From an optimization exercise on the open Yosys and OpenROAD flow, aimed at small area, a short achievable clock period and few clock cycles per item; shortcuts taken in it are not production practice.
RTL that was checked went through simulation tests only; none was proved equivalent to the original.
No functional check of the RTL was part of runs 3 and 4.
Power and IR drop assume default switching activity.

--- flow/design.v ---
module facet_tile (
    input  wire        clk,
    input  wire        rst,
    input  wire        start,
    input  wire [1:0]  cls,           
    input  wire [31:0] crc_in,        
    output wire        idle,
    input  wire        in_valid,
    input  wire [7:0]  in_data,
    output wire        in_ready,
    output reg         out_valid,
    output reg  [63:0] out_data,
    input  wire        out_ready,
    output reg         done,
    output wire [3:0]  done_cause,    
    output wire [7:0]  done_offset,   
    output wire [31:0] done_arg,      
    output wire [31:0] done_crc       
);
    localparam [3:0] P_HDR   = 4'd0,
                     P_U1    = 4'd1,
                     P_C1    = 4'd2,
                     P_E     = 4'd3,
                     P_B1    = 4'd4,
                     P_B2    = 4'd5,
                     P_BMAP  = 4'd6,
                     P_NLEN  = 4'd7,
                     P_NCOD  = 4'd8,
                     P_TRAIL = 4'd9;    
    reg         busy;
    reg         idle_r;       
    reg  [1:0]  cls_q;
    reg  [8:0]  idx;          
    reg  [3:0]  pst;          
    reg         fail;         
    reg  [3:0]  cause;
    reg  [7:0]  offset;
    reg  [31:0] arg;
    reg  [31:0] crc;
    reg  [10:0] p_last;       
    reg         rdy;
    reg         v0, v1;
    reg  [7:0]  h0, h1;
    reg         pend;
    reg  [9:0]  pend_l;
    reg  [7:0]  code_st;
    reg  [7:0]  len_st;       
    reg         bm;           
    reg         run_act;
    reg  [9:0]  run_l;        
    reg  [7:0]  run_code;     
    reg  [2:0]  q;            
    reg  [6:0]  bcnt;         
    reg         ofin;         
    assign idle        = idle_r;
    assign in_ready    = rdy;
    assign done_cause  = cause;
    assign done_offset = offset;
    assign done_arg    = arg;
    assign done_crc    = crc;
    function [31:0] crc64;
        input [31:0] c;
        input [63:0] d;
        reg [31:0] x;
        reg t0, t1, t2, t3, t4, t5, t6, t7, t8, t9, t10, t11, t12, t13, t14, t15, t16, t17, t18, t19, t20, t21, t22, t23, t24, t25, t26, t27, t28, t29, t30, t31, t32, t33, t34, t35, t36, t37, t38, t39, t40, t41, t42, t43, t44, t45, t46, t47, t48, t49, t50, t51, t52, t53, t54, t55, t56, t57, t58, t59, t60, t61, t62, t63, t64, t65, t66, t67, t68, t69, t70, t71, t72, t73, t74, t75, t76, t77, t78, t79, t80, t81, t82, t83, t84, t85, t86, t87, t88, t89, t90, t91, t92, t93, t94, t95, t96, t97, t98, t99, t100, t101, t102, t103, t104, t105, t106, t107, t108, t109, t110, t111, t112, t113, t114, t115, t116, t117, t118, t119, t120, t121, t122, t123, t124, t125, t126, t127, t128, t129, t130, t131, t132, t133, t134, t135, t136, t137, t138, t139, t140, t141, t142, t143, t144;
        begin
            x = c ^ d[31:0];
            t0 = x[14] ^ x[18];
            t1 = d[32] ^ d[55];
            t2 = d[38] ^ d[47];
            t3 = x[0] ^ x[11];
            t4 = d[34] ^ d[57];
            t5 = x[1] ^ x[12];
            t6 = d[33] ^ d[52];
            t7 = d[50] ^ x[31];
            t8 = x[15] ^ x[27];
            t9 = x[23] ^ x[29];
            t10 = d[51] ^ x[13];
            t11 = d[35] ^ x[30];
            t12 = d[36] ^ d[45];
            t13 = d[42] ^ d[58];
            t14 = d[53] ^ d[54];
            t15 = t2 ^ x[28];
            t16 = d[44] ^ x[25];
            t17 = d[61] ^ t0;
            t18 = d[43] ^ x[24];
            t19 = d[39] ^ d[48];
            t20 = d[37] ^ d[46];
            t21 = d[40] ^ d[49];
            t22 = t1 ^ x[26];
            t23 = d[41] ^ x[16];
            t24 = d[60] ^ x[2];
            t25 = d[63] ^ x[4];
            t26 = d[59] ^ x[22];
            t27 = d[62] ^ x[3];
            t28 = x[10] ^ x[21];
            t29 = t6 ^ x[17];
            t30 = d[56] ^ t14;
            t31 = t12 ^ x[20];
            t32 = t18 ^ x[8];
            t33 = t16 ^ x[9];
            t34 = t20 ^ t23;
            t35 = t19 ^ x[6];
            t36 = t5 ^ t11;
            t37 = t10 ^ x[5];
            t38 = t21 ^ x[7];
            t39 = t8 ^ t22;
            t40 = t4 ^ x[19];
            t41 = t3 ^ t9;
            t42 = t15 ^ t26;
            t43 = t13 ^ t27;
            t44 = d[41] ^ x[13];
            t45 = t25 ^ x[16];
            t46 = d[55] ^ t7;
            t47 = d[57] ^ d[59];
            t48 = t24 ^ x[21];
            t49 = t7 ^ t37;
            t50 = t13 ^ x[17];
            t51 = d[42] ^ t29;
            t52 = t28 ^ t34;
            t53 = t38 ^ x[15];
            t54 = d[53] ^ t41;
            t55 = d[60] ^ t36;
            t56 = d[58] ^ d[62];
            t57 = t31 ^ x[18];
            t58 = t11 ^ x[12];
            t59 = t19 ^ x[29];
            t60 = t44 ^ t47;
            t61 = d[46] ^ x[10];
            t62 = t17 ^ t40;
            t63 = d[34] ^ t0;
            t64 = d[61] ^ x[19];
            t65 = t30 ^ x[7];
            t66 = t10 ^ t18;
            t67 = x[26] ^ x[31];
            t68 = t9 ^ x[25];
            t69 = d[54] ^ t17;
            t70 = d[38] ^ t53;
            t71 = d[63] ^ t17;
            t72 = t39 ^ t45;
            t73 = d[39] ^ x[24];
            t74 = t61 ^ t68;
            t75 = t42 ^ t46;
            t76 = t33 ^ t40;
            t77 = t8 ^ t52;
            t78 = d[56] ^ t54;
            t79 = x[8] ^ x[14];
            t80 = t20 ^ x[9];
            t81 = d[33] ^ t15;
            t82 = t74 ^ x[11];
            t83 = t23 ^ x[6];
            t84 = t6 ^ t12;
            t85 = t56 ^ t57;
            t86 = t11 ^ t30;
            t87 = d[61] ^ t24;
            t88 = t28 ^ t32;
            t89 = d[62] ^ t35;
            t90 = t21 ^ x[30];
            t91 = t30 ^ t76;
            t92 = d[47] ^ t32;
            t93 = d[56] ^ t59;
            t94 = d[40] ^ t65;
            t95 = t25 ^ t44;
            t96 = t14 ^ t49;
            t97 = t35 ^ t63;
            t98 = d[36] ^ x[20];
            t99 = t2 ^ t41;
            t100 = t43 ^ t49;
            t101 = d[51] ^ t80;
            t102 = t3 ^ t27;
            t103 = d[37] ^ x[15];
            t104 = d[50] ^ x[28];
            t105 = d[45] ^ t83;
            t106 = t4 ^ x[0];
            t107 = t2 ^ x[22];
            t108 = d[43] ^ d[48];
            t109 = t28 ^ t50;
            t110 = d[43] ^ x[18];
            t111 = t67 ^ t99;
            t112 = d[58] ^ t39;
            t113 = d[36] ^ t42;
            t114 = d[49] ^ t29;
            t115 = t48 ^ x[0];
            t116 = t10 ^ t22;
            t117 = d[35] ^ x[17];
            t118 = t84 ^ x[10];
            t119 = d[38] ^ t26;
            t120 = x[4] ^ x[23];
            t121 = d[63] ^ t26;
            t122 = d[60] ^ t43;
            t123 = t48 ^ t107;
            t124 = t16 ^ x[1];
            t125 = t5 ^ x[30];
            t126 = t13 ^ x[11];
            t127 = t3 ^ x[5];
            t128 = d[55] ^ x[13];
            t129 = t33 ^ t73;
            t130 = d[35] ^ t101;
            t131 = d[49] ^ t51;
            t132 = t6 ^ t38;
            t133 = t15 ^ t56;
            t134 = d[52] ^ t5;
            t135 = t1 ^ t51;
            t136 = t1 ^ t90;
            t137 = t58 ^ t120;
            t138 = t35 ^ t50;
            t139 = d[44] ^ t4;
            t140 = t34 ^ t79;
            t141 = t21 ^ t55;
            t142 = t104 ^ t139;
            t143 = t22 ^ t92;
            t144 = x[1] ^ x[3];
            crc64[0] = ((t40 ^ (t110 ^ t128)) ^ t113) ^ (((t24 ^ (d[58] ^ x[27])) ^ t52) ^ (t93 ^ (t127 ^ t29)));
            crc64[1] = (t141 ^ t78) ^ ((((d[37] ^ d[44]) ^ (x[20] ^ x[3])) ^ t138) ^ (t42 ^ t62));
            crc64[2] = (t70 ^ t85) ^ (((t9 ^ (d[54] ^ x[4])) ^ t115) ^ ((t36 ^ t60) ^ ((t18 ^ t19) ^ (t64 ^ t7))));
            crc64[3] = ((t124 ^ t48) ^ t100) ^ (((t64 ^ t73) ^ t136) ^ (t140 ^ (t98 ^ t121)));
            crc64[4] = (t72 ^ t82) ^ (((x[9] ^ (d[40] ^ x[28])) ^ t62) ^ ((t31 ^ t35) ^ t100));
            crc64[5] = ((t58 ^ (t0 ^ t24)) ^ t70) ^ (((t25 ^ t98) ^ t116) ^ (t89 ^ ((x[22] ^ x[24]) ^ t106)));
            crc64[6] = (t75 ^ t82) ^ (((t24 ^ t4) ^ t53) ^ (t71 ^ ((x[8] ^ t108) ^ (t117 ^ t144))));
            crc64[7] = ((t80 ^ (d[61] ^ t27)) ^ (t114 ^ t137)) ^ ((t142 ^ t39) ^ (t88 ^ (t119 ^ t37)));
            crc64[8] = (t78 ^ (t118 ^ t129)) ^ ((t133 ^ t49) ^ (((x[22] ^ x[27]) ^ t45) ^ (t63 ^ (x[6] ^ (d[35] ^ d[60])))));
            crc64[9] = (t94 ^ ((x[25] ^ (d[33] ^ x[23])) ^ t105)) ^ ((t123 ^ t71) ^ ((t36 ^ t66) ^ t112));
            crc64[10] = (t88 ^ ((x[5] ^ x[7]) ^ (t103 ^ t16))) ^ (t111 ^ (t122 ^ t69));
            crc64[11] = ((t125 ^ t32) ^ (t33 ^ (d[45] ^ t3))) ^ (t72 ^ (t89 ^ (t64 ^ t119)));
            crc64[12] = (t111 ^ t85) ^ (((t108 ^ (d[37] ^ d[41])) ^ t76) ^ (((d[55] ^ x[21]) ^ t121) ^ (t134 ^ t38)));
            crc64[13] = (t131 ^ t143) ^ ((t142 ^ t54) ^ (t57 ^ (t36 ^ (x[5] ^ (d[63] ^ x[16])))));
            crc64[14] = (((d[57] ^ x[10]) ^ t127) ^ t75) ^ (((t14 ^ (d[51] ^ d[52])) ^ t105) ^ (t129 ^ t55));
            crc64[15] = (t82 ^ t94) ^ (((x[31] ^ t12) ^ t116) ^ (t138 ^ (t134 ^ t87)));
            crc64[16] = ((t30 ^ t60) ^ ((x[30] ^ t20) ^ (t27 ^ (x[11] ^ x[12])))) ^ (t143 ^ (t132 ^ ((x[27] ^ x[2]) ^ t17)));
            crc64[17] = (((d[48] ^ x[12]) ^ t46) ^ (t95 ^ (t79 ^ t8))) ^ (t91 ^ (t122 ^ t81));
            crc64[18] = (t130 ^ t131) ^ ((t123 ^ t69) ^ (((x[19] ^ x[26]) ^ t31) ^ ((t25 ^ t3) ^ (t8 ^ (d[32] ^ d[41])))));
            crc64[19] = ((t5 ^ (d[50] ^ x[15])) ^ ((x[17] ^ x[20]) ^ t43)) ^ ((t60 ^ t87) ^ t78);
            crc64[20] = (t69 ^ (t47 ^ t125)) ^ ((t43 ^ t45) ^ (t66 ^ t115));
            crc64[21] = ((t124 ^ t17) ^ t77) ^ (((t25 ^ t4) ^ t81) ^ (t93 ^ ((d[36] ^ x[31]) ^ t102)));
            crc64[22] = (((d[56] ^ d[59]) ^ t84) ^ (t95 ^ (d[62] ^ t110))) ^ (t141 ^ ((t28 ^ (d[42] ^ d[46])) ^ t39));
            crc64[23] = (t109 ^ t71) ^ (((d[52] ^ d[53]) ^ t46) ^ (t59 ^ (d[59] ^ (d[38] ^ d[44]))));
            crc64[24] = ((t37 ^ (x[2] ^ t12)) ^ t77) ^ (((t14 ^ (d[48] ^ x[29])) ^ t133) ^ (t136 ^ (t106 ^ t29)));
            crc64[25] = ((t126 ^ t34) ^ t75) ^ (((t144 ^ (d[63] ^ x[29])) ^ t114) ^ (t86 ^ t97));
            crc64[26] = ((t126 ^ (x[28] ^ (d[32] ^ x[22]))) ^ t77) ^ (t96 ^ (t132 ^ t137));
            crc64[27] = (t113 ^ t135) ^ (t96 ^ ((t32 ^ t41) ^ (t83 ^ (x[14] ^ (d[34] ^ x[12])))));
            crc64[28] = ((t33 ^ t66) ^ t135) ^ (((t103 ^ t9) ^ t55) ^ (t65 ^ t97));
            crc64[29] = ((t32 ^ (t128 ^ t16)) ^ t70) ^ (((t67 ^ (x[16] ^ x[2])) ^ t118) ^ (t62 ^ t86));
            crc64[30] = ((t31 ^ (d[39] ^ t117)) ^ t112) ^ (t91 ^ (t140 ^ (t7 ^ t102)));
            crc64[31] = (t130 ^ t72) ^ ((t109 ^ t57) ^ (t81 ^ ((d[56] ^ t47) ^ (t5 ^ (d[40] ^ d[54])))));
        end
    endfunction
    wire [7:0] b = h0;
    wire [8:0] slen_m1 = (9'd256 >> cls_q) - 9'd1;
    wire wr_ok = !out_valid || out_ready;
    wire xfer  = out_valid && out_ready;
    wire       rn_can  = busy && !ofin && !bm && (run_act || pend);
    wire       rn_go   = rn_can && wr_ok;
    wire [9:0] f_l     = run_act ? run_l : pend_l;
    wire       f_on    = f_l[9:3] != bcnt;                    
    wire       b_on    = run_act && pend && !f_on && (run_l[2:0] != 3'd7);
    wire       p_on    = pend_l[9:3] != bcnt;                 
    wire [2:0] l_end   = b_on ? pend_l[2:0] : f_l[2:0];       
    wire       f_beat  = (b_on ? p_on : f_on) || (l_end == 3'd7);    
    wire       pend_use = rn_go && (!run_act || b_on);
    reg  [7:0] ln_plan, ln_sel;
    wire       bt_plan = bm ? (busy && pend) : (rn_can && f_beat);
    integer    k;
    always @(*)
        for (k = 0; k < 8; k = k + 1) begin
            ln_plan[k] = bm ? (busy && pend)
                            : (rn_can && k >= q && (f_on || k <= f_l[2:0] ||
                                                    (b_on && (p_on || k <= pend_l[2:0]))));
            ln_sel[k]  = bm ? pend_l[k] : (!run_act || (!f_on && k > f_l[2:0]));
        end
    wire ip_plain = busy && v0 && (pst != P_NLEN) && (pst != P_BMAP) &&
                    (pst != P_NCOD || !pend);
    wire nlen_go  = busy && v0 && (pst == P_NLEN) && (!pend || idx != slen_m1);
    wire ip_bm    = busy && v0 && (pst == P_BMAP) && !run_act;
    wire ip_acc   = ip_plain || nlen_go || ip_bm;
    wire bm_go    = busy && bm && pend && wr_ok;
    wire [10:0] n_last = p_last + {3'd0, len_st} + 11'd1;
    wire last_byte = (idx == slen_m1 + 9'd1) || (ip_acc && idx == slen_m1);
    wire og_fin    = ofin && wr_ok;
    wire push = in_valid && rdy;
    integer j;
    always @(posedge clk) begin
        if (ip_acc) begin
            h0 <= v1 ? h1 : in_data;
            v0 <= v1 || push;
            h1 <= in_data;
            v1 <= v1 && push;
            rdy <= 1'b1;
        end else begin
            if (!v0) h0 <= in_data;
            else if (!v1) h1 <= in_data;
            v0 <= v0 || push;
            v1 <= v1 || (v0 && push);
            rdy <= !(v1 || (v0 && push));
        end
        begin
            done <= 1'b0;
            if (xfer) begin
                out_valid <= 1'b0;
                crc <= crc64(crc, out_data);
            end
            for (j = 0; j < 8; j = j + 1)
                if (wr_ok && ln_plan[j])
                    out_data[8*j +: 8] <= ln_sel[j] ? code_st : run_code;
            if (wr_ok && bt_plan) begin
                out_valid <= 1'b1;
                bcnt <= bcnt + 7'd1;
                if (bcnt == 7'd127) ofin <= 1'b1;
            end
            if (rn_go) begin
                q <= f_beat ? 3'd0 : l_end + 3'd1;
                if (pend_use) begin
                    pend     <= 1'b0;
                    run_code <= code_st;
                    run_l    <= pend_l;
                end
                run_act <= b_on ? p_on : f_on;
            end
            if (bm_go) begin
                if (run_act) begin
                    pend_l[7:0] <= run_l[7:0];
                    run_act <= 1'b0;
                end else if (ip_bm)
                    pend_l[7:0] <= b;
                else
                    pend <= 1'b0;
            end else if (ip_bm) begin
                if (pend) begin
                    run_l[7:0] <= b;
                    run_act <= 1'b1;
                end else begin
                    pend_l[7:0] <= b;
                    pend <= 1'b1;
                end
            end
            if (ip_acc)
                idx <= idx + 9'd1;
            if (ip_bm && idx == 9'd130)
                pst <= P_TRAIL;
            if (nlen_go) begin
                if (idx == slen_m1) begin
                    fail <= 1'b1; cause <= 4'd6; offset <= idx[7:0];
                    pend <= 1'b1; pend_l <= 10'd1023; code_st <= 8'd0;
                    pst <= P_TRAIL;
                end else begin
                    len_st <= b;
                    pst <= P_NCOD;
                end
            end
            if (ip_plain) begin
                case (pst)
                    P_HDR: begin
                        if (b[4:0] != 5'd0) begin
                            fail <= 1'b1; cause <= 4'd4;
                            pend <= 1'b1; pend_l <= 10'd1023; code_st <= 8'd0;
                            pst <= P_TRAIL;
                        end else case (b[7:5])
                            3'd0: pst <= P_U1;
                            3'd1: begin cause <= 4'd14; pst <= P_C1; end
                            3'd7: begin cause <= 4'd15; pst <= P_E;
                                        pend <= 1'b1; pend_l <= 10'd1023; code_st <= 8'd0; end
                            3'd2: if (cls_q != 2'd0) begin
                                      fail <= 1'b1; cause <= 4'd7;
                                      pend <= 1'b1; pend_l <= 10'd1023; code_st <= 8'd0;
                                      pst <= P_TRAIL;
                                  end else begin
                                      bm  <= 1'b1;
                                      pst <= P_B1;
                                  end
                            3'd3: pst <= P_NLEN;
                            default: begin
                                fail <= 1'b1; cause <= 4'd3;
                                pend <= 1'b1; pend_l <= 10'd1023; code_st <= 8'd0;
                                pst <= P_TRAIL;
                            end
                        endcase
                    end
                    P_U1: begin
                        pend <= 1'b1; pend_l <= 10'd1023; code_st <= b;
                        pst <= P_TRAIL;
                    end
                    P_C1: begin
                        arg[7:0] <= b;
                        pend <= 1'b1; pend_l <= 10'd1023; code_st <= 8'd0;
                        pst <= P_TRAIL;
                    end
                    P_E: begin
                        case (idx[2:0])
                            3'd1:    arg[7:0]   <= b;
                            3'd2:    arg[15:8]  <= b;
                            3'd3:    arg[23:16] <= b;
                            default: arg[31:24] <= b;
                        endcase
                        if (idx[2:0] == 3'd4) pst <= P_TRAIL;
                    end
                    P_B1: begin run_code <= b; pst <= P_B2; end
                    P_B2: begin code_st  <= b; pst <= P_BMAP; end
                    P_NCOD: begin
                        if (n_last[10]) begin
                            fail <= 1'b1; cause <= 4'd6; offset <= idx[7:0] - 8'd1;
                            pend <= 1'b1; pend_l <= 10'd1023; code_st <= 8'd0;
                            pst <= P_TRAIL;
                        end else begin
                            pend <= 1'b1; pend_l <= n_last[9:0]; code_st <= b;
                            p_last <= n_last;
                            pst <= (n_last[9:0] == 10'd1023) ? P_TRAIL : P_NLEN;
                        end
                    end
                    default: if (!fail && b != 8'd0) begin    
                        fail <= 1'b1; cause <= 4'd4; offset <= idx[7:0]; arg <= 32'd0;
                    end
                endcase
            end
            if (busy && last_byte && og_fin) begin
                done   <= 1'b1;
                busy   <= 1'b0;
                idle_r <= 1'b1;
            end
            if (!busy) begin
                busy     <= start;
                idle_r   <= !start;
                cls_q    <= cls;
                crc      <= crc_in;
                idx      <= 9'd0;
                pst      <= P_HDR;
                fail     <= 1'b0;
                cause    <= 4'd0;
                offset   <= 8'd0;
                arg      <= 32'd0;
                p_last   <= 11'h7FF;
                pend     <= 1'b0;
                run_act  <= 1'b0;
                bm       <= 1'b0;
                q        <= 3'd0;
                bcnt     <= 7'd0;
                ofin     <= 1'b0;
            end
        end
        if (rst) begin
            busy      <= 1'b0;
            idle_r    <= 1'b1;
            out_valid <= 1'b0;
            done      <= 1'b0;
            v0        <= 1'b0;
            v1        <= 1'b0;
            rdy       <= 1'b1;
        end
    end
endmodule
--- flow/run.sh ---
#!/bin/bash
# synth_recipe.tcl (not shown) runs the flow's synth.tcl, then flattens the netlist and writes it again
# the make line also repeats each setting of config.mk as NAME=value (left out here)
make -C /OpenROAD-flow-scripts/flow DESIGN_CONFIG=/design/flow/config.mk WORK_HOME=/design/flow/orfs CLKGATE_MAP_FILE= SYNTH_SCRIPT=/design/flow/synth_recipe.tcl finish
--- flow/config.mk ---
export PLATFORM = sky130hd
export DESIGN_NAME = facet_tile
export DESIGN_NICKNAME = facet_tile
export VERILOG_FILES = /design/flow/design.v
export SDC_FILE = /design/flow/constraint.sdc
export NUM_CORES = 4
export LEC_CHECK = 0
export CAP_MARGIN = 20
export CORE_MARGIN = 2
export CORE_UTILIZATION = 35
export CTS_CLUSTER_DIAMETER = 90
export CTS_CLUSTER_SIZE = 30
export GPL_TIMING_DRIVEN = 0
export PLACE_DENSITY = 0.55
export SLEW_MARGIN = 20
--- flow/constraint.sdc ---
create_clock -name core_clock -period 10.0 [get_ports {clk}]
set_input_delay 2.0000 -clock core_clock [delete_from_list [all_inputs] [get_ports {clk}]]
set_output_delay 2.0000 -clock core_clock [all_outputs]
set_load 0.01 [all_outputs]
==> impl_table.tex, run 1 <==
\begin{tabular}{lr}
\hline
Metric & Value \\
\hline
\multicolumn{2}{l}{\textbf{Outcome}} \\
\quad Outcome & no timing/DRC/antenna violations \\
\multicolumn{2}{l}{\textbf{Worst setup path}} \\
\quad CP Cell Sequence & clkdlybuf4s50\_1 \\
\quad Critical path's top delay family & flip-flops \\
\quad Setup CP Type & register to output port \\
\quad Delay contributed by the slowest stage of the critical path & between 700 and 800 ps \\
\quad Required time of the critical path & $\sim$8000 ps \\
\quad Startpoint class of the critical path & register \\
\quad Critical path buffer and inverter count & 1 \\
\quad Endpoint arrival time on the critical path & $\sim$2000 ps \\
\quad Setup crit end kind & output port \\
\quad R2R Path Start & out\_data[23]\$\_DFFE\_PP\_ \\
\quad Maximum net fanout on the critical path & 5 \\
\quad CP Launch Point & out\_data[38]\$\_DFFE\_PP\_ \\
\quad CP max stage cell & sky130\_fd\_sc\_hd\_\_edfxtp\_1 \\
\multicolumn{2}{l}{\textbf{Yosys}} \\
\quad Share of Yosys cell area claimed by the top area cell type & around 22\% \\
\quad Top cells by instance count after synthesis & 341 x sky130\_fd\_sc\_hd\_\_xnor2\_1, 130 x sky130\_fd\_sc\_hd\_\_nor2\_1, 124 x sky130\_fd\_sc\_hd\_\_dfxtp\_1, 124 x sky130\_fd\_sc\_hd\_\_edfxtp\_1, 109 x sky130\_fd\_sc\_hd\_\_nand2\_1 \\
\quad Synthesized net count & between 1500 and 2000 \\
\quad Share of synthesized area occupied by flip-flops and latches & between 30\% and 40\% \\
\quad Synth async-reset ratio & 0\% \\
\quad Area of the mapped netlist & approximately 17000 sq um \\
\quad Synthesis-stage register bit count & 248 \\
\quad Cell type with the largest total area after synthesis & sky130\_fd\_sc\_hd\_\_edfxtp\_1 \\
\quad Post-synth EDFFs & 124 \\
\quad Number of different library cells in the post-synthesis netlist & a little over 80 \\
\quad Synth area leaders & sky130\_fd\_sc\_hd\_\_edfxtp\_1 22\%, sky130\_fd\_sc\_hd\_\_xnor2\_1 18\%, sky130\_fd\_sc\_hd\_\_dfxtp\_1 15\% \\
\quad Leading cell type by number of instances after synthesis & sky130\_fd\_sc\_hd\_\_xnor2\_1 \\
\quad Ys Warns & 1 \\
\quad Most instantiated flip-flop cell in the synthesis netlist & sky130\_fd\_sc\_hd\_\_edfxtp\_1 \\
\quad Avg Cell Area, Syn & 10.1 sq um \\
\quad Synthesized instance count & approximately 1700 \\
\multicolumn{2}{l}{\textbf{Detailed routing}} \\
\quad Final ANT Viol Nets & 0 \\
\quad Via density & about 5.3 \\
\quad Drt wl/cell & approximately 25 microns \\
\quad Final Routed Wirelength & about 63000 microns \\
\quad Iteration-0 DRC count of the detailed router & about 890 \\
\quad Count of TritonRoute iterations in the first routing pass & 5 \\
\quad Count of vias placed by the detailed router & between 10000 and 15000 \\
\quad Remaining DRCs & 0 \\
\multicolumn{2}{l}{\textbf{Timing}} \\
\quad Relative slew margins & 26.1\% \\
\quad Count of final hold-check violations & 0 \\
\quad Final setup vio count & 0 \\
\quad Sum of negative setup slack & 0 ps \\
\quad Final-report max-slew violation count & 0 \\
\quad Final worst path period share & slightly below 40\% \\
\quad Worst slew pin tran & around 1100 ps \\
\quad Final worst clock skew & around 35 ps \\
\quad Max frequency & approximately 0.25 GHz \\
\quad Final critical path time including I/O delays and setup & between 3000 and 4000 ps \\
\quad Unrepaired setup endpoints after global routing & false \\
\multicolumn{2}{l}{\textbf{CTS}} \\
\quad Depth of the CTS H-tree & 1 \\
\quad Clock tree from TritonCTS & done \\
\quad Number of CTS-inserted buffers & 19 \\
\quad Buffer depth of the longest clock path & 3 \\
\quad Worst-path clk slew & about 110 ps \\
\quad Buffer type at the clock tree root & sky130\_fd\_sc\_hd\_\_clkbuf\_16 \\
\quad Number of resized instances in the post-cts repair step & 0 \\
\quad Number of sinks driven by the clock tree & 248 \\
\quad Number of post-CTS setup repair buffers & 0 \\
\quad Hold-fix buffers at CTS & 0 \\
\quad Insertion delay to the later sink of the worst-skew pair & $\sim$560 ps \\
\multicolumn{2}{l}{\textbf{Floorplan}} \\
\quad Horizontal extent of the die & 222 microns \\
\quad Placement row count & 79 \\
\quad Die height & roughly 220 microns \\
\quad Total Die Area & 49300 sq um \\
\quad Starting utilization of the core area & 35.6\% \\
\quad IO Count & 191 \\
\quad Floorplan core area & 46800 sq um \\
\multicolumn{2}{l}{\textbf{Power}} \\
\quad Power density cells & 410 nW/um\^{}2 \\
\quad Static power due to leakage & between 0.006 and 0.007 uW \\
\quad Worst supply voltage drop on vdd & between 200 and 250 uV \\
\multicolumn{2}{l}{\textbf{Final layout}} \\
\quad Layout Nets & 1928 \\
\quad Fraction of final layout cells sized beyond drive strength 1 & between 10\% and 20\% \\
\quad Count of antenna diodes in the layout & 0 \\
\quad Utilization of the core after routing & between 40\% and 50\% \\
\quad Area growth from synthesis to final layout & 20.5\% \\
\quad Fill cells & roughly 4600 \\
\multicolumn{2}{l}{\textbf{Global routing}} \\
\quad Number of antenna violations at the first check in global routing & 0 \\
\quad Maximum number of pins on one net before global-route repair & 31 \\
\quad Total gr overflow & 0 \\
\quad Vias in the first global route & $\sim$13000 \\
\quad Global-route wire length before repair & between 90000 and 100000 microns \\
\quad Global Route Usage Sum & between 20\% and 30\% \\
\multicolumn{2}{l}{\textbf{Place}} \\
\quad Number of buffers inserted by port buffering & 190 \\
\quad Gpl congestion & approximately 0.96 \\
\quad DPL Wire Length & around 50000 microns \\
\multicolumn{2}{l}{\textbf{Flow run}} \\
\quad Maxcap violations & 0 \\
\multicolumn{2}{l}{\textbf{Hold path}} \\
\quad Hold path start & h0[0]\$\_DFFE\_PP\_ \\
\quad Hold Path Class & register to register \\
\hline
\end{tabular}
-- per-layer routing --
layer	track usage [%]	share of wire [%]
met5	0	0
met4	11.1	5.0
met3	3.41	4.0
met1	29.7	41
met2	45.9	50
-- path summary, 6_finish.rpt --
path	slack, ps	to	depth (start not counted)
worst min-delay path	470	len_st[0]$_DFFE_PP_	0
worst max-delay path	6050	out_data[38]	1
worst min register to register	470	len_st[0]$_DFFE_PP_	0
worst max register to register	6170	crc[19]$_DFFE_PP_	8
-- cell families (layout without fill, tap and decap cells) --
kind of cell,count (synthesis),after routing,synth area share [%]
AOI/OAI and AO/OA,265,265,10.2
xor gates and xnor gates,475,475,27.7
adders and majority gates,18,18,1.40
buffers and inverters,113,337,2.73
DFF,248,248,37.3
muxes,160,160,10.4
and+or+nand+nor,372,372,10.3
-- power breakdown --
part	internal (uW)	switching (uW)
Sequential	1300	181
Combinational	2660	3190
Clock	397	485
-- cell type report --
| class | instances | area, sq um | area share [%] |
|---|---|---|---|
| Buffer | 86 | 354 | 1.77 |
| Clock buffer | 19 | 475 | 2.37 |
| Clock inverter | 14 | 243 | 1.21 |
| Inverter | 27 | 101 | 0.506 |
| Multi-Input combinational cell | 1290 | 9980 | 49.8 |
| Sequential cell | 248 | 6210 | 31.0 |
| Tap cell | 607 | 759 | 3.79 |
| Timing Repair Buffer | 191 | 1920 | 9.59 |
-- sequential cells by signal, summed over array words and instances, names as in the netlist, 2 cells and up --
register / cells
out_data: 64
arg: 32
crc: 32
p_last: 11
pend_l: 10
run_l: 10
idx: 9
code_st: 8
h0: 8
h1: 8
len_st: 8
offset: 8
run_code: 8
bcnt: 7
cause: 4
pst: 4
q: 3
cls_q: 2
-- cells in the final DEF (no fill, tap or decap), types with 21 or more instances in the layout --
| cell type | count |
|---|---|
| sky130_fd_sc_hd__a21oi_1 | 74 |
| sky130_fd_sc_hd__a31oi_1 | 21 |
| sky130_fd_sc_hd__clkbuf_1 | 66 |
| sky130_fd_sc_hd__clkdlybuf4s50_1 | 190 |
| sky130_fd_sc_hd__dfxtp_1 | 124 |
| sky130_fd_sc_hd__edfxtp_1 | 124 |
| sky130_fd_sc_hd__inv_1 | 25 |
| sky130_fd_sc_hd__mux2_2 | 84 |
| sky130_fd_sc_hd__mux2i_1 | 62 |
| sky130_fd_sc_hd__nand2_1 | 108 |
| sky130_fd_sc_hd__nor2_1 | 130 |
| sky130_fd_sc_hd__nor3_1 | 24 |
| sky130_fd_sc_hd__o21ai_0 | 47 |
| sky130_fd_sc_hd__xnor2_1 | 341 |
| sky130_fd_sc_hd__xnor2_2 | 30 |
| sky130_fd_sc_hd__xor2_1 | 86 |
-- stage by stage --
stage               cell area [sq um]  total power, uW  hold WS [ps]  setup WS (ps)  std cells
floorplan                       16600             5670           424           6770       1651
global placement                19300             7380           431           5600       2448
detailed placement              19300             7380           446           5530       2449
CTS                             20000             8290           472           6050       2482
global route                    20000             8640           488           6010       2482
finish                          20000             8210           466           6050       2482
Testbench counts, summed over its fixed seeds: cycles 516,466, tiles 1,920.
==> run 2: changes to the inputs <==
--- a/flow/config.mk
+++ b/flow/config.mk
@@ -8,8 +8,8 @@
 export CAP_MARGIN = 20
 export CORE_MARGIN = 2
-export CORE_UTILIZATION = 35
+export CORE_UTILIZATION = 25
 export CTS_CLUSTER_DIAMETER = 90
 export CTS_CLUSTER_SIZE = 30
 export GPL_TIMING_DRIVEN = 0
-export PLACE_DENSITY = 0.55
+export PLACE_DENSITY = 0.45
 export SLEW_MARGIN = 20
==> impl_table.tex, run 2 <==
\begin{tabular}{lr}
\hline
Metric & Value \\
\hline
\multicolumn{2}{l}{\textbf{Floorplan}} \\
\quad Starting utilization of the core area & 25.2\% (-10 points) \\
\quad Total Die Area & 68600 sq um (+39\%) \\
\quad Floorplan core area & 65900 sq um (+41\%) \\
\quad IO Count & 191 (unchanged) \\
\quad Placement row count & 94 (+19\%) \\
\quad Die height & 262 microns (+18\%) \\
\quad Horizontal extent of the die & 262 microns (+18\%) \\
\multicolumn{2}{l}{\textbf{CTS}} \\
\quad Number of sinks driven by the clock tree & 248 (unchanged) \\
\quad Buffer depth of the longest clock path & 3 (unchanged) \\
\quad Number of post-CTS setup repair buffers & 0 (unchanged) \\
\quad Number of CTS-inserted buffers & 21 (+2) \\
\quad Clock tree from TritonCTS & done \\
\quad Buffer type at the clock tree root & sky130\_fd\_sc\_hd\_\_clkbuf\_16 \\
\quad Hold-fix buffers at CTS & 0 (unchanged) \\
\quad Number of resized instances in the post-cts repair step & 0 (unchanged) \\
\quad Insertion delay to the later sink of the worst-skew pair & 560 ps (about the same) \\
\quad Depth of the CTS H-tree & 1 (unchanged) \\
\quad Worst-path clk slew & 100 ps (about the same) \\
\multicolumn{2}{l}{\textbf{Timing}} \\
\quad Count of final hold-check violations & 0 (unchanged) \\
\quad Relative slew margins & 28.3\% (+2.2 points) \\
\quad Worst slew pin tran & 1070 ps (-10.1 ps) \\
\quad Unrepaired setup endpoints after global routing & false \\
\quad Max frequency & 0.254 GHz (+0.39\%) \\
\quad Final setup vio count & 0 (unchanged) \\
\quad Final critical path time including I/O delays and setup & 3930 ps (-15.3 ps) \\
\quad Final worst path period share & 39.3\% (-0.15 points) \\
\quad Final worst clock skew & 22.2 ps (-12.4 ps) \\
\quad Hold Worst Slack & 490 ps (+24.1 ps) \\
\quad Sum of negative setup slack & 0 ps (unchanged) \\
\quad Final-report max-slew violation count & 0 (unchanged) \\
\multicolumn{2}{l}{\textbf{Outcome}} \\
\quad Outcome & no timing/DRC/antenna violations \\
\multicolumn{2}{l}{\textbf{Yosys}} \\
\quad Post-synthesis share of cell area spent on and, or, nand and nor gates & 10.3\% (unchanged) \\
\quad Synth async-reset ratio & 0\% (unchanged) \\
\quad Compound-gate portion of the synthesized area & 10.2\% (unchanged) \\
\quad Number of different library cells in the post-synthesis netlist & 81 (unchanged) \\
\quad Share of synthesized area occupied by flip-flops and latches & 37.3\% (unchanged) \\
\quad Synthesized net count & 1716 (unchanged) \\
\quad Ys Warns & 1 (unchanged) \\
\quad Avg Cell Area, Syn & 10.1 sq um (unchanged) \\
\quad Most instantiated flip-flop cell in the synthesis netlist & sky130\_fd\_sc\_hd\_\_edfxtp\_1 \\
\quad Synthesized instance count & 1651 (unchanged) \\
\quad Dominant combinational cell family by area after synthesis & XOR/XNOR gates \\
\quad Share of Yosys cell area claimed by the top area cell type & 22.4\% (unchanged) \\
\quad Mux share of post-synthesis cell area & 10.4\% (unchanged) \\
\quad Top cells by instance count after synthesis & 341 x sky130\_fd\_sc\_hd\_\_xnor2\_1, 130 x sky130\_fd\_sc\_hd\_\_nor2\_1, 124 x sky130\_fd\_sc\_hd\_\_dfxtp\_1, 124 x sky130\_fd\_sc\_hd\_\_edfxtp\_1, 109 x sky130\_fd\_sc\_hd\_\_nand2\_1 \\
\quad Leading cell type by number of instances after synthesis & sky130\_fd\_sc\_hd\_\_xnor2\_1 \\
\quad Adder and majority gate portion of the synthesized area & 1.40\% (unchanged) \\
\quad Synthesis-stage register bit count & 248 (unchanged) \\
\quad Area of the mapped netlist & 16600 sq um (unchanged) \\
\quad Post-Synth XOR/XNOR Area & 27.7\% (unchanged) \\
\quad Cell type with the largest total area after synthesis & sky130\_fd\_sc\_hd\_\_edfxtp\_1 \\
\quad Synth area leaders & sky130\_fd\_sc\_hd\_\_edfxtp\_1 22\%, sky130\_fd\_sc\_hd\_\_xnor2\_1 18\%, sky130\_fd\_sc\_hd\_\_dfxtp\_1 15\% \\
\quad Post-synth EDFFs & 124 (unchanged) \\
\multicolumn{2}{l}{\textbf{Detailed routing}} \\
\quad Drt wl/cell & 23.5 microns (-7.6\%) \\
\quad Top routing layer used & met4 \\
\quad DR WL met2 & 30900 microns (-2.9\%) \\
\quad Count of TritonRoute iterations in the first routing pass & 5 (unchanged) \\
\quad Metal1 wirelength & 28200 microns (+9.8\%) \\
\quad Via density & 4.78 (-9.0\%) \\
\quad Final Routed Wirelength & 64600 microns (+2.1\%) \\
\quad Count of vias placed by the detailed router & 13100 (+0.57\%) \\
\quad Iteration-0 DRC count of the detailed router & 822 (-7.3\%) \\
\quad WL met3 & 3370 microns (+32\%) \\
\quad Final ANT Viol Nets & 0 (unchanged) \\
\quad Remaining DRCs & 0 (unchanged) \\
\multicolumn{2}{l}{\textbf{Worst setup path}} \\
\quad Reg2reg end & bcnt[6]\$\_SDFFE\_PN0P\_ \\
\quad Endpoint arrival time on the critical path & 1930 ps (-20 ps) \\
\quad CP max stage cell & sky130\_fd\_sc\_hd\_\_edfxtp\_1 \\
\quad Delay contributed by the slowest stage of the critical path & 710 ps (about the same) \\
\quad CP Launch Point & out\_data[36]\$\_DFFE\_PP\_ \\
\quad Critical path buffer and inverter count & 1 (unchanged) \\
\quad R2R setup slack & 6210 ps (+40 ps) \\
\quad Startpoint class of the critical path & register \\
\quad Number of cells traversed by the worst register-to-register path & 14 (+6) \\
\quad Number of gates on the worst path with buffers counted & 1 (unchanged) \\
\quad Required time of the critical path & 8000 ps (about the same) \\
\quad CP Capture Point & out\_data[36] \\
\quad R2R Path Start & run\_act\$\_SDFF\_PN0\_ \\
\quad Setup CP Type & register to output port \\
\quad Setup crit end kind & output port \\
\quad Critical path's top delay family & flip-flops \\
\quad Maximum net fanout on the critical path & 5 (unchanged) \\
\quad CP Cell Sequence & clkdlybuf4s50\_1 \\
\multicolumn{2}{l}{\textbf{Power}} \\
\quad Static power due to leakage & 0.00694 uW (+0.59\%) \\
\quad Sum of internal, switching and leakage power & 8310 uW (+1.3\%) \\
\quad Worst supply voltage drop on vdd & 253 uV (+10\%) \\
\quad Power density cells & 407 nW/um\^{}2 (-0.64\%) \\
\multicolumn{2}{l}{\textbf{Final layout}} \\
\quad Utilization of the core after routing & 31.0\% (-12 points) \\
\quad Leading registers by flop count & out\_data x64, arg x32, crc x32 \\
\quad Area growth from synthesis to final layout & 22.9\% \\
\quad Largest register by flop count & out\_data \\
\quad Count of antenna diodes in the layout & 0 (unchanged) \\
\quad Most common cell after layout, fill and taps aside & sky130\_fd\_sc\_hd\_\_xnor2\_1 \\
\quad Layout Nets & 1931 (+0.16\%) \\
\quad Non-Filler Cell Area, Final & 20400 sq um (+2.0\%) \\
\quad Fraction of final layout cells sized beyond drive strength 1 & 10.9\% (+0.24 points) \\
\quad Commonest cells after routing, fill and taps aside & 340 x sky130\_fd\_sc\_hd\_\_xnor2\_1, 190 x sky130\_fd\_sc\_hd\_\_clkdlybuf4s50\_1, 130 x sky130\_fd\_sc\_hd\_\_nor2\_1 \\
\quad Number of flip-flops under the largest register name & 64 (unchanged) \\
\multicolumn{2}{l}{\textbf{Hold path}} \\
\quad Hold Path Class & register to register \\
\multicolumn{2}{l}{\textbf{Global routing}} \\
\quad Global-route wire length before repair & 92100 microns (+0.27\%) \\
\quad Maximum number of pins on one net before global-route repair & 26 (-16\%) \\
\quad Number of antenna violations at the first check in global routing & 0 (unchanged) \\
\quad Vias in the first global route & 13000 (-1.1\%) \\
\quad Global Route Usage Sum & 18.4\% (-6.9 points) \\
\quad Total gr overflow & 0 (unchanged) \\
\multicolumn{2}{l}{\textbf{Place}} \\
\quad Area after detailed placement & 19700 sq um (+1.8\%) \\
\quad Number of buffers inserted by port buffering & 190 (unchanged) \\
\quad Gpl congestion & 0.959 (about the same) \\
\quad DPL Wire Length & 50600 microns (+1.4\%) \\
\multicolumn{2}{l}{\textbf{Flow run}} \\
\quad Maxcap violations & 0 (unchanged) \\
\hline
\end{tabular}
==> run 2: cell counts after synthesis <==
No cell type changed its count.
==> run 2: final cells by class <==
class                      instances  area, sq um
clock inverter                    16          244
timing repair buffer             192         1940
buffer                            86          354
tap                              864         1080
fill                            6884        45400
multi-input combinational       1290         9980
inverter                          27          101
clock buffer                      21          526
sequential                       248         6210
==> run 2: layer usage <==
metal  track usage, %  up-vias
li1                 -     6178
met1             24.0     6417
met2             31.6      436
met3             2.25       92
met4             5.98        0
met5                0        -
==> run 2: through the flow <==
stage | worst slack, ps | cells
4_1_cts | 6050 | 2744
3_3_place_gp | 5490 | 2705
6_report | 6070 | 2744
5_1_grt | 5970 | 2744
2_1_floorplan | 6770 | 1651
3_5_place_dp | 5570 | 2707
==> run 2: where the power goes <==
part / internal, uW / total [uW] / leakage (uW) / switching [uW]
clock: 454 / 947 / 0.000370 / 493
sequential: 1300 / 1480 / 0.00218 / 187
combinational: 2660 / 5880 / 0.00440 / 3220
==> run 2: how the worst min path moves through the flow <==
stage | start | to | slack, ps | cells after the start
final | h0[7]$_DFFE_PP_ | len_st[7]$_DFFE_PP_ | 490 | 0
after global routing | p_last[7]$_SDFFE_PN1P_ | p_last[7]$_SDFFE_PN1P_ | 510 | 2
after CTS | h0[7]$_DFFE_PP_ | len_st[7]$_DFFE_PP_ | 480 | 0
after detailed placement | h0[7]$_DFFE_PP_ | len_st[7]$_DFFE_PP_ | 460 | 0
after global placement | p_last[7]$_SDFFE_PN1P_ | p_last[7]$_SDFFE_PN1P_ | 460 | 2
after floorplan | h0[0]$_DFFE_PP_ | len_st[0]$_DFFE_PP_ | 420 | 0
==> run 2: logic make-up (layout without fill, tap and decap cells) <==
group	count (synthesis)	in the layout
buffers and inverters	113	342
flip-flops	248	248
multiplexers	160	160
AO/OA/AOI/OAI	265	265
adder cells (fa/ha/maj)	18	18
AND/OR/NAND/NOR	372	372
XOR/XNOR	475	475
==> run 3: changes to the inputs <==
--- a/flow/design.v
+++ b/flow/design.v
@@ -32,4 +32,6 @@
     reg  [1:0]  cls_q;
     reg  [8:0]  idx;          
+    reg         at_last;      
+    reg         all_in;       
     reg  [3:0]  pst;          
     reg         fail;         
@@ -270,10 +272,10 @@
     wire ip_plain = busy && v0 && (pst != P_NLEN) && (pst != P_BMAP) &&
                     (pst != P_NCOD || !pend);
-    wire nlen_go  = busy && v0 && (pst == P_NLEN) && (!pend || idx != slen_m1);
+    wire nlen_go  = busy && v0 && (pst == P_NLEN) && (!pend || !at_last);
     wire ip_bm    = busy && v0 && (pst == P_BMAP) && !run_act;
     wire ip_acc   = ip_plain || nlen_go || ip_bm;
     wire bm_go    = busy && bm && pend && wr_ok;
     wire [10:0] n_last = p_last + {3'd0, len_st} + 11'd1;
-    wire last_byte = (idx == slen_m1 + 9'd1) || (ip_acc && idx == slen_m1);
+    wire last_byte = all_in || (ip_acc && at_last);
     wire og_fin    = ofin && wr_ok;
     wire push = in_valid && rdy;
@@ -333,10 +335,13 @@
                 end
             end
-            if (ip_acc)
-                idx <= idx + 9'd1;
+            if (ip_acc) begin
+                idx     <= idx + 9'd1;
+                at_last <= idx == slen_m1 - 9'd1;
+                all_in  <= at_last;
+            end
             if (ip_bm && idx == 9'd130)
                 pst <= P_TRAIL;
             if (nlen_go) begin
-                if (idx == slen_m1) begin
+                if (at_last) begin
                     fail <= 1'b1; cause <= 4'd6; offset <= idx[7:0];
                     pend <= 1'b1; pend_l <= 10'd1023; code_st <= 8'd0;
@@ -422,4 +427,6 @@
                 crc      <= crc_in;
                 idx      <= 9'd0;
+                at_last  <= 1'b0;
+                all_in   <= 1'b0;
                 pst      <= P_HDR;
                 fail     <= 1'b0;
--- a/flow/config.mk
+++ b/flow/config.mk
@@ -8,8 +8,5 @@
 export CAP_MARGIN = 20
 export CORE_MARGIN = 2
-export CORE_UTILIZATION = 25
-export CTS_CLUSTER_DIAMETER = 90
-export CTS_CLUSTER_SIZE = 30
-export GPL_TIMING_DRIVEN = 0
-export PLACE_DENSITY = 0.45
+export CORE_UTILIZATION = 30
+export PLACE_DENSITY = 0.5
 export SLEW_MARGIN = 20
==> impl_table.tex, run 3 <==
\begin{tabular}{lr}
\hline
Metric & Value \\
\hline
\multicolumn{2}{l}{\textbf{Yosys}} \\
\quad Synthesis-stage register bit count & 250 (+0.81\%) \\
\quad Post-synth EDFFs & 124 (unchanged) \\
\quad Synth async-reset ratio & 0\% (unchanged) \\
\quad Synthesized instance count & 1661 (+0.61\%) \\
\quad Share of Yosys cell area claimed by the top area cell type & 22.3\% (-0.13 points) \\
\quad Area of the mapped netlist & 16700 sq um (+0.59\%) \\
\quad Most instantiated flip-flop cell in the synthesis netlist & sky130\_fd\_sc\_hd\_\_dfxtp\_1 \\
\quad Share of synthesized area occupied by flip-flops and latches & 37.3\% (about the same) \\
\quad Cell type with the largest total area after synthesis & sky130\_fd\_sc\_hd\_\_edfxtp\_1 \\
\quad Leading cell type by number of instances after synthesis & sky130\_fd\_sc\_hd\_\_xnor2\_1 \\
\quad Top cells by instance count after synthesis & 320 x sky130\_fd\_sc\_hd\_\_xnor2\_1, 127 x sky130\_fd\_sc\_hd\_\_nor2\_1, 126 x sky130\_fd\_sc\_hd\_\_dfxtp\_1 \\
\quad Ys Warns & 1 (unchanged) \\
\quad Number of different library cells in the post-synthesis netlist & 81 (unchanged) \\
\quad Synthesized net count & 1726 (+0.58\%) \\
\quad Synth area leaders & sky130\_fd\_sc\_hd\_\_edfxtp\_1 22\%, sky130\_fd\_sc\_hd\_\_xnor2\_1 17\%, sky130\_fd\_sc\_hd\_\_dfxtp\_1 15\% \\
\quad Avg Cell Area, Syn & 10.1 sq um (about the same) \\
\multicolumn{2}{l}{\textbf{Final layout}} \\
\quad Leading registers by flop count & out\_data x64, arg x32, crc x32 \\
\quad Count of antenna diodes in the layout & 0 (unchanged) \\
\quad Number of flip-flops under the largest register name & 64 (unchanged) \\
\quad Area growth from synthesis to final layout & 21.7\% \\
\quad Largest register by flop count & out\_data \\
\quad Post-route insts no fill & 2585 (-5.8\%) \\
\quad Commonest cells after routing, fill and taps aside & 320 x sky130\_fd\_sc\_hd\_\_xnor2\_1, 190 x sky130\_fd\_sc\_hd\_\_clkdlybuf4s50\_1, 127 x sky130\_fd\_sc\_hd\_\_nor2\_1 \\
\quad Layout Nets & 1877 (-2.8\%) \\
\quad Most common cell after layout, fill and taps aside & sky130\_fd\_sc\_hd\_\_xnor2\_1 \\
\quad Fraction of final layout cells sized beyond drive strength 1 & 11.9\% (+0.96 points) \\
\multicolumn{2}{l}{\textbf{Detailed routing}} \\
\quad Final Routed Wirelength & 58900 microns (-8.8\%) \\
\quad Remaining DRCs & 0 (unchanged) \\
\quad Count of TritonRoute iterations in the first routing pass & 5 (unchanged) \\
\quad Iteration-0 DRC count of the detailed router & 879 (+6.9\%) \\
\quad Final ANT Viol Nets & 0 (unchanged) \\
\quad Drt wl/cell & 22.8 microns (-3.2\%) \\
\quad Via density & 4.98 (+4.1\%) \\
\quad Count of vias placed by the detailed router & 12900 (-2.0\%) \\
\multicolumn{2}{l}{\textbf{CTS}} \\
\quad Worst-path clk slew & 60 ps (-40 ps) \\
\quad Buffer depth of the longest clock path & 3 (unchanged) \\
\quad Depth of the CTS H-tree & 1 (unchanged) \\
\quad Number of resized instances in the post-cts repair step & 0 (unchanged) \\
\quad Number of CTS-inserted buffers & 31 (+48\%) \\
\quad Clock tree from TritonCTS & done \\
\quad Insertion delay to the later sink of the worst-skew pair & 590 ps (+30 ps) \\
\quad Number of post-CTS setup repair buffers & 0 (unchanged) \\
\quad Hold-fix buffers at CTS & 0 (unchanged) \\
\quad Number of sinks driven by the clock tree & 250 (+0.81\%) \\
\quad Buffer type at the clock tree root & sky130\_fd\_sc\_hd\_\_clkbuf\_16 \\
\multicolumn{2}{l}{\textbf{Timing}} \\
\quad Final worst path period share & 40.4\% (+1.1 points) \\
\quad Max frequency & 0.248 GHz (-2.6\%) \\
\quad Sum of negative setup slack & 0 ps (unchanged) \\
\quad Worst slew pin tran & 1100 ps (+30.9 ps) \\
\quad Final setup vio count & 0 (unchanged) \\
\quad Unrepaired setup endpoints after global routing & false \\
\quad Count of final hold-check violations & 0 (unchanged) \\
\quad Final-report max-slew violation count & 0 (unchanged) \\
\quad Relative slew margins & 26.2\% (-2.1 points) \\
\quad Final worst clock skew & 22.9 ps (+0.677 ps) \\
\quad Final critical path time including I/O delays and setup & 4040 ps (+106 ps) \\
\multicolumn{2}{l}{\textbf{Outcome}} \\
\quad Outcome & no timing/DRC/antenna violations \\
\multicolumn{2}{l}{\textbf{Worst setup path}} \\
\quad Number of cells traversed by the worst register-to-register path & 14 (unchanged) \\
\quad R2R Path Start & run\_act\$\_SDFF\_PN0\_ \\
\quad CP Launch Point & out\_ready \\
\quad CP Capture Point & run\_code[4]\$\_DFF\_P\_ \\
\quad Required time of the critical path & 10430 ps (+2430 ps) \\
\quad Setup crit end kind & register \\
\quad R2R setup slack & 6020 ps (-190 ps) \\
\quad Maximum net fanout on the critical path & 18 (+13) \\
\quad Endpoint arrival time on the critical path & 4470 ps (+2540 ps) \\
\quad Setup CP Type & input pin to register \\
\quad Startpoint class of the critical path & input pin \\
\quad Reg2reg end & bcnt[6]\$\_SDFFE\_PN0P\_ \\
\multicolumn{2}{l}{\textbf{Flow run}} \\
\quad Maxcap violations & 0 (unchanged) \\
\multicolumn{2}{l}{\textbf{Power}} \\
\quad Static power due to leakage & 0.00714 uW (+2.8\%) \\
\quad Worst supply voltage drop on vdd & 340 uV (+34\%) \\
\quad Power density cells & 406 nW/um\^{}2 (-0.14\%) \\
\multicolumn{2}{l}{\textbf{Floorplan}} \\
\quad Placement row count & 86 (-8.5\%) \\
\quad Total Die Area & 57700 sq um (-16\%) \\
\quad Horizontal extent of the die & 240 microns (-8.3\%) \\
\quad Starting utilization of the core area & 30.4\% (+5.1 points) \\
\quad Die height & 240 microns (-8.3\%) \\
\quad IO Count & 191 (unchanged) \\
\quad Floorplan core area & 55100 sq um (-16\%) \\
\multicolumn{2}{l}{\textbf{Global routing}} \\
\quad Vias in the first global route & 12900 (-0.45\%) \\
\quad Global Route Usage Sum & 20.2\% (+1.8 points) \\
\quad Global-route wire length before repair & 86500 microns (-6.1\%) \\
\quad Number of antenna violations at the first check in global routing & 0 (unchanged) \\
\quad Total gr overflow & 0 (unchanged) \\
\quad Maximum number of pins on one net before global-route repair & 64 (+150\%) \\
\multicolumn{2}{l}{\textbf{Place}} \\
\quad DPL Wire Length & 44700 microns (-12\%) \\
\quad Post-Place Cells & 2527 (-6.6\%) \\
\quad Number of buffers inserted by port buffering & 190 (unchanged) \\
\quad Gpl congestion & 0.960 (+0.13\%) \\
\multicolumn{2}{l}{\textbf{Hold path}} \\
\quad Hold Path Class & register to register \\
\hline
\end{tabular}
run 3: cells by family after synthesis:
| group | Yosys count | synth area share, % |
|---|---|---|
| compound gates | 256 | 10.1 |
| xor+xnor | 478 | 27.5 |
| fa+ha+maj | 19 | 1.45 |
| buf+inv | 115 | 2.67 |
| flops | 250 | 37.3 |
| mux | 162 | 10.5 |
| simple gates | 381 | 10.5 |
run 3: area by class of cell:
class	instances	area [sq um]
sequential	250	6250
multi-input combinational	1296	10000
clock buffer	43	871
timing repair buffer	207	2030
fill	5578	34700
inverter	26	97.6
clock inverter	15	131
tap	748	936
run 3: worst max-delay path: stages:
cell and delay (ps):
sky130_fd_sc_hd__clkdlybuf4s50_1 450, sky130_fd_sc_hd__nor2b_1 290, sky130_fd_sc_hd__nor3_1 190, sky130_fd_sc_hd__nand2b_1 710, sky130_fd_sc_hd__clkinv_1 540, sky130_fd_sc_hd__nand2_1 200
sky130_fd_sc_hd__a31oi_1 100
run 3: worst min-delay path by stage:
stage                           to           startpoint  slack, ps  cells after the start
2_1_floorplan  len_st[0]$_DFFE_PP_      h0[0]$_DFFE_PP_        420                      0
3_3_place_gp   all_in$_SDFFE_PN0N_  all_in$_SDFFE_PN0N_        450                      2
3_5_place_dp   all_in$_SDFFE_PN0N_  all_in$_SDFFE_PN0N_        450                      2
4_1_cts        all_in$_SDFFE_PN0N_  all_in$_SDFFE_PN0N_        460                      2
5_1_grt        all_in$_SDFFE_PN0N_  all_in$_SDFFE_PN0N_        490                      2
6_report       all_in$_SDFFE_PN0N_  all_in$_SDFFE_PN0N_        460                      2
run 3: power breakdown:
| part | total, uW | switching [uW] | internal [uW] |
|---|---|---|---|
| clock | 1120 | 466 | 656 |
| combinational | 5620 | 2960 | 2660 |
| sequential | 1530 | 223 | 1310 |
| total | 8270 | 3650 | 4620 |
run 3: per-stage QoR:
step                setup WS, ps  instance area (sq um)  power (uW)  hold WS (ps)  utilization [%]
floorplan                   6570                  16700        5660           424                -
global placement            5510                  19400        7190           445             35.1
detailed placement          5360                  19400        7170           448             35.1
CTS                         5980                  20400        8330           457             36.9
global route                5510                  20400        8700           490             37.0
finish                      5960                  20400        8270           456             37.0
run 3: metal layers:
metal | global-route usage (%) | vias to the layer above | wire length, microns
met3 | 3.20 | 137 | 3280
met4 | 8.79 | 0 | 2880
met2 | 32.9 | 451 | 26800
met5 | 0 | - | 0
li1 | - | 6074 | -
met1 | 26.4 | 6205 | 25900
==> run 4: changes to the inputs <==
--- a/flow/config.mk
+++ b/flow/config.mk
@@ -8,5 +8,5 @@
 export CAP_MARGIN = 20
 export CORE_MARGIN = 2
-export CORE_UTILIZATION = 30
-export PLACE_DENSITY = 0.5
+export CORE_UTILIZATION = 40
+export PLACE_DENSITY = 0.6
 export SLEW_MARGIN = 20
==> impl_table.tex, run 4 <==
\begin{tabular}{lr}
\hline
Metric & Value \\
\hline
\multicolumn{2}{l}{\textbf{Outcome}} \\
\quad Outcome & no timing/DRC/antenna violations \\
\multicolumn{2}{l}{\textbf{Yosys}} \\
\quad Area of the mapped netlist & 16700 sq um (unchanged) \\
\quad Ys Warns & 1 (unchanged) \\
\quad Avg Cell Area, Syn & 10.1 sq um (unchanged) \\
\quad Cell type with the largest total area after synthesis & sky130\_fd\_sc\_hd\_\_edfxtp\_1 \\
\quad Share of Yosys cell area claimed by the top area cell type & 22.3\% (unchanged) \\
\quad Synth area leaders & sky130\_fd\_sc\_hd\_\_edfxtp\_1 22\%, sky130\_fd\_sc\_hd\_\_xnor2\_1 17\%, sky130\_fd\_sc\_hd\_\_dfxtp\_1 15\% \\
\quad Leading cell type by number of instances after synthesis & sky130\_fd\_sc\_hd\_\_xnor2\_1 \\
\quad Post-synth EDFFs & 124 (unchanged) \\
\quad Most instantiated flip-flop cell in the synthesis netlist & sky130\_fd\_sc\_hd\_\_dfxtp\_1 \\
\quad Number of different library cells in the post-synthesis netlist & 81 (unchanged) \\
\quad Synthesized net count & 1726 (unchanged) \\
\quad Synthesized instance count & 1661 (unchanged) \\
\quad Synth async-reset ratio & 0\% (unchanged) \\
\quad Share of synthesized area occupied by flip-flops and latches & 37.3\% (unchanged) \\
\quad Synthesis-stage register bit count & 250 (unchanged) \\
\quad Top cells by instance count after synthesis & 320 x sky130\_fd\_sc\_hd\_\_xnor2\_1, 127 x sky130\_fd\_sc\_hd\_\_nor2\_1, 126 x sky130\_fd\_sc\_hd\_\_dfxtp\_1 \\
\multicolumn{2}{l}{\textbf{Timing}} \\
\quad Final setup vio count & 0 (unchanged) \\
\quad Final worst clock skew & 25.3 ps (+2.50 ps) \\
\quad Final-report max-slew violation count & 0 (unchanged) \\
\quad Unrepaired setup endpoints after global routing & false \\
\quad Sum of negative setup slack & 0 ps (unchanged) \\
\quad Final worst path period share & 41.2\% (+0.84 points) \\
\quad Count of final hold-check violations & 0 (unchanged) \\
\quad Setup slack after layout & 5880 ps (-83.7 ps) \\
\quad Worst slew pin tran & 1010 ps (-93.4 ps) \\
\quad Relative slew margins & 32.7\% (+6.5 points) \\
\quad Final critical path time including I/O delays and setup & 4120 ps (+83.7 ps) \\
\quad Max frequency & 0.243 GHz (-2.0\%) \\
\multicolumn{2}{l}{\textbf{CTS}} \\
\quad Hold-fix buffers at CTS & 0 (unchanged) \\
\quad Worst-path clk slew & 70 ps (about the same) \\
\quad Insertion delay to the later sink of the worst-skew pair & 610 ps (+20 ps) \\
\quad Number of CTS-inserted buffers & 30 (-3.2\%) \\
\quad Number of sinks driven by the clock tree & 250 (unchanged) \\
\quad Number of resized instances in the post-cts repair step & 0 (unchanged) \\
\quad Number of post-CTS setup repair buffers & 0 (unchanged) \\
\quad Clock tree from TritonCTS & done \\
\quad Buffer depth of the longest clock path & 3 (unchanged) \\
\quad Buffer type at the clock tree root & sky130\_fd\_sc\_hd\_\_clkbuf\_16 \\
\quad Depth of the CTS H-tree & 1 (unchanged) \\
\multicolumn{2}{l}{\textbf{Place}} \\
\quad DPL Wire Length & 44200 microns (-1.2\%) \\
\quad Gpl congestion & 0.990 (+3.1\%) \\
\quad DP Worst Slack & 5460 ps (+99.3 ps) \\
\quad Number of buffers inserted by port buffering & 190 (unchanged) \\
\multicolumn{2}{l}{\textbf{Power}} \\
\quad Power density cells & 412 nW/um\^{}2 (+1.5\%) \\
\quad Worst supply voltage drop on vdd & 232 uV (-32\%) \\
\quad Static power due to leakage & 0.00717 uW (+0.46\%) \\
\quad Sum of internal, switching and leakage power & 8330 uW (+0.63\%) \\
\multicolumn{2}{l}{\textbf{Worst setup path}} \\
\quad Reg2reg end & ofin\$\_SDFFE\_PN0P\_ \\
\quad Setup CP Type & register to register \\
\quad Setup crit end kind & register \\
\quad Required time of the critical path & 10540 ps (+110 ps) \\
\quad Number of cells traversed by the worst register-to-register path & 14 (unchanged) \\
\quad R2R setup slack & 5880 ps (-140 ps) \\
\quad Endpoint arrival time on the critical path & 4660 ps (+190 ps) \\
\quad Startpoint class of the critical path & register \\
\quad Maximum net fanout on the critical path & 44 (+26) \\
\quad R2R Path Start & run\_act\$\_SDFF\_PN0\_ \\
\multicolumn{2}{l}{\textbf{Final layout}} \\
\quad Largest register by flop count & out\_data \\
\quad Layout Nets & 1876 (-0.053\%) \\
\quad Commonest cells after routing, fill and taps aside & 320 x sky130\_fd\_sc\_hd\_\_xnor2\_1, 190 x sky130\_fd\_sc\_hd\_\_clkdlybuf4s50\_1, 127 x sky130\_fd\_sc\_hd\_\_nor2\_1 \\
\quad Leading registers by flop count & out\_data x64, arg x32, crc x32 \\
\quad Fill cells & 3813 (-32\%) \\
\quad Fraction of final layout cells sized beyond drive strength 1 & 12.5\% (+0.67 points) \\
\quad Number of flip-flops under the largest register name & 64 (unchanged) \\
\quad Area growth from synthesis to final layout & 20.7\% \\
\quad Count of antenna diodes in the layout & 0 (unchanged) \\
\quad Most common cell after layout, fill and taps aside & sky130\_fd\_sc\_hd\_\_xnor2\_1 \\
\multicolumn{2}{l}{\textbf{Global routing}} \\
\quad Vias in the first global route & 12900 (-0.054\%) \\
\quad Total gr overflow & 0 (unchanged) \\
\quad Global Route Usage Sum & 26.0\% (+5.9 points) \\
\quad Maximum number of pins on one net before global-route repair & 65 (+1.6\%) \\
\quad Global-route wire length before repair & 85500 microns (-1.2\%) \\
\quad Met2 Track Usage GR & 41.9\% (+9.0 points) \\
\quad Global route hottest layer & met2 \\
\quad Global Route met3 Usage & 3.88\% (+0.68 points) \\
\quad Number of antenna violations at the first check in global routing & 0 (unchanged) \\
\quad Fraction of met1 tracks used by global routing & 35.4\% (+9.0 points) \\
\multicolumn{2}{l}{\textbf{Detailed routing}} \\
\quad Count of TritonRoute iterations in the first routing pass & 5 (unchanged) \\
\quad Final Routed Wirelength & 57400 microns (-2.6\%) \\
\quad Final ANT Viol Nets & 0 (unchanged) \\
\quad Drt wl/cell & 24.2 microns (+6.4\%) \\
\quad Iteration-0 DRC count of the detailed router & 1222 (+39\%) \\
\quad Via density & 5.53 (+11\%) \\
\quad Remaining DRCs & 0 (unchanged) \\
\quad Count of vias placed by the detailed router & 13100 (+1.8\%) \\
\multicolumn{2}{l}{\textbf{Floorplan}} \\
\quad Total Die Area & 43500 sq um (-25\%) \\
\quad Horizontal extent of the die & 208 microns (-13\%) \\
\quad Starting utilization of the core area & 40.8\% (+10 points) \\
\quad IO Count & 191 (unchanged) \\
\quad Floorplan core area & 41000 sq um (-26\%) \\
\quad Die height & 208 microns (-13\%) \\
\quad Placement row count & 74 (-14\%) \\
\multicolumn{2}{l}{\textbf{Hold path}} \\
\quad Hold Path Class & register to register \\
\quad End point of the worst hold path & all\_in\$\_SDFFE\_PN0N\_ \\
\quad Hold path start & all\_in\$\_SDFFE\_PN0N\_ \\
\quad Number of cells traversed by the worst hold path & 2 (unchanged) \\
\multicolumn{2}{l}{\textbf{Flow run}} \\
\quad Maxcap violations & 0 (unchanged) \\
\hline
\end{tabular}
-- run 4: cell counts after synthesis --
No cell type changed its count.
-- run 4: power by group --
group          leakage [uW]  switching (uW)  internal [uW]  total, uW
clock              0.000519             489            714       1200
sequential          0.00219             227           1310       1540
combinational       0.00446            2930           2650       5590
-- run 4: through the flow --
step	hold WS, ps	cell area (sq um)	util [%]	cells
3_5_place_dp	449	19100	46.5	2311
3_3_place_gp	448	19100	46.5	2311
2_1_floorplan	424	16700	-	1661
6_report	457	20200	49.2	2367
5_1_grt	502	20200	49.2	2367
4_1_cts	458	20200	49.2	2367
-- run 4: final cells by class --
type | instances | area [sq um] | area share [%]
multi-input combinational | 1296 | 10100 | 49.8
timing repair buffer | 207 | 2030 | 10.0
inverter | 26 | 97.6 | 0.483
sequential | 250 | 6250 | 30.9
clock buffer | 30 | 751 | 3.72
clock inverter | 26 | 345 | 1.71
tap | 532 | 666 | 3.30
-- run 4: cells by family after synthesis --
family / after synthesis / synth area share (%)
AOI/OAI and AO/OA: 256 / 10.1
xor gates and xnor gates: 478 / 27.5
adders and majority gates: 19 / 1.45
buffers and inverters: 115 / 2.67
DFF: 250 / 37.3
muxes: 162 / 10.5
and+or+nand+nor: 381 / 10.5
-- run 4: worst max path at each step --
| stage | startpoint | to | slack [ps] |
|---|---|---|---|
| floorplan | out_ready | run_l[6]$_DFF_P_ | 6570 |
| global placement | out_ready | run_code[5]$_DFF_P_ | 5490 |
| detailed placement | out_ready | run_code[4]$_DFF_P_ | 5460 |
| CTS | run_act$_SDFF_PN0_ | bcnt[6]$_SDFFE_PN0P_ | 5900 |
| global route | run_act$_SDFF_PN0_ | ofin$_SDFFE_PN0P_ | 5550 |
| finish | run_act$_SDFF_PN0_ | ofin$_SDFFE_PN0P_ | 5880 |
-- run 4: metal layers --
metal  part of all wire, %  vias to the layer above
met3                   6.8                      120
met5                     0                        -
li1                      -                     6070
met4                   4.2                        0
met1                    44                     6359
met2                    45                      546
-- run 4: critical path, stage by stage (launching register included) --
cell and delay, ps:
sky130_fd_sc_hd__dfxtp_1 450, sky130_fd_sc_hd__buf_4 470, sky130_fd_sc_hd__mux2i_1 270, sky130_fd_sc_hd__xor2_1 170
sky130_fd_sc_hd__nand3_1 160, sky130_fd_sc_hd__o31a_1 350, sky130_fd_sc_hd__nor2b_1 290, sky130_fd_sc_hd__a21o_1 140
sky130_fd_sc_hd__ha_1 150, sky130_fd_sc_hd__ha_1 160, sky130_fd_sc_hd__a2111oi_2 70, sky130_fd_sc_hd__o31ai_1 810
sky130_fd_sc_hd__nand4_1 240, sky130_fd_sc_hd__o21ai_0 190, sky130_fd_sc_hd__and2_1 140

-- separate check: timing with driven ports --
The results above use ideal ports. As a check the final layouts listed here were re-extracted and re-timed, cells and wires unchanged. Step 1: set_driving_cell puts a clkbuf_16 on clk and a buf_2 on each other input, an assumption about the parent block. Step 2 moves the port delays by t, midway between the first and last clock arrival at a register: inputs arrive t later, outputs are due t later. That takes back most of the time a late clock gives input paths. a / b / c = ideal ports / drivers / drivers and shift; a / b = the first two.
run | t, ns | setup slack, ns | slew at the worst register clock pin (ns)
run 1 | 0.594 | 6.052 / 6.001 / 5.608 | 0.11 / 0.11
run 2 | 0.612 | 6.067 / 6.005 / 5.656 | 0.10 / 0.10
run 3 | 0.633 | 5.961 / 5.968 / 5.344 | 0.07 / 0.07
run 4 | 0.647 | 5.877 / 5.877 / 5.447 | 0.07 / 0.07
After both steps every run listed still meets setup and hold. For run 3, which loses most, drivers alone change the setup slack by +0.007 ns; drivers and shift together by -0.617 ns.
